This design comes from an exercise in tuning for small area, a short achievable clock period and few clock cycles on the open sky130 flow, not from production work.
RTL that was checked went through simulation tests only; none was proved equivalent to the original.
Power and IR drop assume default switching activity.

## v16
==> flow/design.v (excerpt) <==
module turf_dec (
    input  wire       clk,
    input  wire       rst,         
    input  wire       start,       
    input  wire [6:0] width_m1,    
    input  wire       in_valid,
    input  wire [7:0] in_data,
    output wire       in_ready,
    output reg        out_valid,
    output reg  [7:0] out_data,
    output reg        out_last,    
    input  wire       out_ready,
    output wire       err
);
Size in the first run: about 2300 cells after synthesis, roughly 1200 flip-flops, roughly 32 I/O pins.
clock: 8.0 ns
lec_check: 0
abc_area: 1
cap_margin: 20
core_margin: 2
core_utilization: 55
cts_buf_list: sky130_fd_sc_hd__clkbuf_16
cts_cluster_diameter: 100
cts_cluster_size: 30
place_density: 0.7
slew_margin: 20
standard.sh (not shown) runs the stock make flow with config.mk's settings and CLKGATE_MAP_FILE= SYNTH_SCRIPT=/design/flow/synth_recipe.tcl, a recipe that flattens the netlist after the stock synthesis.
==> flow/flow/run.sh <==
#!/bin/bash
# Standard layout, with timing repair aimed at a larger setup slack than
# config.mk's settings allow. Each tool's full output goes to its own log.
set -euo pipefail
bash standard.sh SETUP_SLACK_MARGIN=5.3 synth > make_synth.log 2>&1
bash standard.sh SETUP_SLACK_MARGIN=5.3 finish > make_finish.log 2>&1
## Diff of input files: v19 against v16
- removing ABC_AREA (formerly 1)
- setting ABC_CLOCK_PERIOD_IN_PS to 2700 for the first time
==> flow/flow/run.sh <==
#!/bin/bash
# Standard layout, with timing repair aimed at a larger setup slack than
# config.mk's settings allow. Each tool's full output goes to its own log.
set -euo pipefail
bash standard.sh SETUP_SLACK_MARGIN=5.4 synth > make_synth.log 2>&1
bash standard.sh SETUP_SLACK_MARGIN=5.4 finish > make_finish.log 2>&1
==> comparison <==
In v19 relative to v16, number of setup buffers added after CTS had gone up by more than 100%. On v19: synthesized netlist net count is about 11% lower than what v16 gave. Antenna violation net count after detailed routing: v19 vs v16 identical. Run comparison: v16 launch point of the worst path out_data[6]; v19 launch point of the worst path wm[6]. Of the two values seen for slowest stage cell on the critical path, sky130_fd_sc_hd__edfxtp_1 was produced by v19 and sky130_fd_sc_hd__dfxtp_4 by v16. Against v16, mapped cell area in v19 fell slightly. On v19: register-to-register slack is 0.11 ns lower than what v16 gave. Summary — core utilization, v19 relative to v16: higher, by 2.1 points. Against v16, standard-cell row count in v19 fell slightly. In v19, the distinct cell type count after synthesis came out 9 above the value in v16. Side by side, internal power component turned out higher in v19 than in v16. Between v19 and v16, the clock share of power does not differ in any meaningful way.
Modified inputs, v50 compared to v19
- ABC_AREA now 1, previously not set
- ABC_CLOCK_PERIOD_IN_PS no longer set, was 2700
==> flow/flow/run.sh <==
#!/bin/bash
# Standard layout, with timing repair aimed at a larger setup slack than
# config.mk's settings allow and the pixel output ports kept on one edge.
# Each tool's full output goes to its own log.
set -euo pipefail
K=("SETUP_SLACK_MARGIN=5.3" "IO_CONSTRAINTS=$PWD/flow/io.tcl")
bash standard.sh "${K[@]}" synth > make_synth.log 2>&1
bash standard.sh "${K[@]}" finish > make_finish.log 2>&1
==> flow/flow/io.tcl (new file) <==
# Keep the pixel output port and its handshake together on the bottom edge.
set_io_pin_constraint -pin_names {out_valid out_ready out_last out_data[0] out_data[1] out_data[2] out_data[3] out_data[4] out_data[5] out_data[6] out_data[7]} -region bottom:*
### Flow results
In the metrics for v50 and v19, the one carrying the lower weighted congestion reported at the end of routability-driven placement is v19. Compare v50 and v19 | static leakage higher: v19. Delta (v50 minus v19): core utilization now smaller; number of cells on the critical path down 9. v50 and v19 ended up with roughly the same die span in y. Compared with v19, in v50 register clock-pin slew on the reported worst setup and hold paths ~0 delta, detailed-route via count +about 2.8%, global routing usage on met2 +0.15 points.
No run of this note included a check of the RTL's function; only the layout flow was run.

---

turf_dec, a different RTL version from the one above (not shown whole).
Size: ~2300 cells after synthesis, ~1200 flip-flops, about 41000 um^2 of cells after synthesis.
clock: 8.0 ns
lec_check: 0
abc_area: 1
cap_margin: 20
core_margin: 2
core_utilization: 60
cts_buf_list: sky130_fd_sc_hd__clkbuf_16
cts_cluster_diameter: 100
cts_cluster_size: 30
place_density: 0.8
slew_margin: 20
==> flow/flow/run.sh <==
#!/bin/bash
# Standard layout, with timing repair aimed at a larger setup slack than
# config.mk's settings allow and the pixel output ports kept on one edge.
# Each tool's full output goes to its own log.
set -euo pipefail
K=("SETUP_SLACK_MARGIN=5.3" "IO_CONSTRAINTS=$PWD/flow/io.tcl")
bash standard.sh "${K[@]}" synth > make_synth.log 2>&1
bash standard.sh "${K[@]}" finish > make_finish.log 2>&1
==> flow/flow/io.tcl <==
# Keep the pixel output port and its handshake together on the bottom edge.
set_io_pin_constraint -pin_names {out_valid out_ready out_last out_data[0] out_data[1] out_data[2] out_data[3] out_data[4] out_data[5] out_data[6] out_data[7]} -region bottom:*
Testbench counts at the start, summed over its fixed seeds: cycles 66,280.
Next try:
Settings changed: CORE_UTILIZATION 60 to 55, CTS_CLUSTER_DIAMETER 100 to 80, CTS_CLUSTER_SIZE 30 to 24, PLACE_DENSITY 0.8 to 0.7.
What happened: The changed run produced a clean layout. Wire length fell by 3.7%. Non-clock buffer count rose by 20. Clock skew stays flat. Via count stays flat. Setup slack gains 6.5 ps. Synthesized area is unchanged. Final cell count rose by 4.1%. Utilization fell by 4.5 points.
Next try:
Settings changed: CTS_CLUSTER_DIAMETER 80 to 100, CTS_CLUSTER_SIZE 24 to 30.
- The new run completed with no timing, DRC or antenna violations
- synthesized area is unchanged
- setup slack is better by 26 ps
- total power falls by 3.8%
- sequential power stays flat
- utilization falls by 0.64 points
- wire length falls by 1.2%
- cell count falls by 1.0%
- via count falls by 1.4%
- final area falls by 1.0%
- register-to-register slack is worse by 20 ps
Next try:
==> flow/flow/run.sh (replaced) <==
#!/bin/bash
# Standard layout, with timing repair aimed at a larger setup slack than
# config.mk's settings allow. Each tool's full output goes to its own log.
set -euo pipefail
bash standard.sh SETUP_SLACK_MARGIN=5.4 synth > make_synth.log 2>&1
bash standard.sh SETUP_SLACK_MARGIN=5.4 finish > make_finish.log 2>&1
Settings changed: ABC_AREA 1 to default, ABC_CLOCK_PERIOD_IN_PS from default to 2700.
removed: flow/flow/io.tcl
Non-clock buffer count goes up by 14; clock skew barely changes; setup slack degrades by 40 ps; sequential share of layout area goes down by 0.61 points; total power goes up by 2.2%; count of clock-buffer cells in the layout does not change; hold slack is about the same.

afterwards: timing with drivers on the ports:
Ports are ideal in the flow. The routed layouts listed here were re-timed in OpenROAD.
Step 1 sets driving cells, clkbuf_16 on the clock port and buf_2 on the other inputs (assumed; they add their load-dependent delay and slew).
Step 2, shift: input delay + t, output delay - t, t = (earliest + latest rising clock arrival at the registers) / 2. This alone moves slack from input paths to output paths.
Slacks: no drivers / after step 1 / after step 2; pairs: no drivers / after step 1.
run | t (ns) | slack for setup (ns) | hold WS [ns] | worst setup path after step 2 | latest minus earliest clock arrival (ns)
v16 | 0.685 | 5.238 / 5.170 / 4.709 | 0.418 / 0.418 / 0.418 | input to register | 0.038 / 0.038
v19 | 0.688 | 5.204 / 5.172 / 4.632 | 0.414 / 0.414 / 0.414 | input to register | 0.029 / 0.029
v50 | 0.684 | 5.298 / 5.236 / 4.762 | 0.400 / 0.400 / 0.400 | input to register | 0.052 / 0.052
the first run of note 2 | 0.678 | 5.267 / 5.208 / 4.676 | 0.412 / 0.412 / 0.412 | input to register | 0.041 / 0.041
the second run of note 2 | 0.696 | 5.273 / 5.215 / 4.682 | 0.401 / 0.401 / 0.401 | input to register | 0.042 / 0.042
the third run of note 2 | 0.679 | 5.299 / 5.235 / 4.733 | 0.410 / 0.410 / 0.410 | input to register | 0.023 / 0.024
the fourth run of note 2 | 0.686 | 5.259 / 5.198 / 4.870 | 0.411 / 0.411 / 0.411 | input to register | 0.023 / 0.024
After both steps every run listed still meets setup and hold.
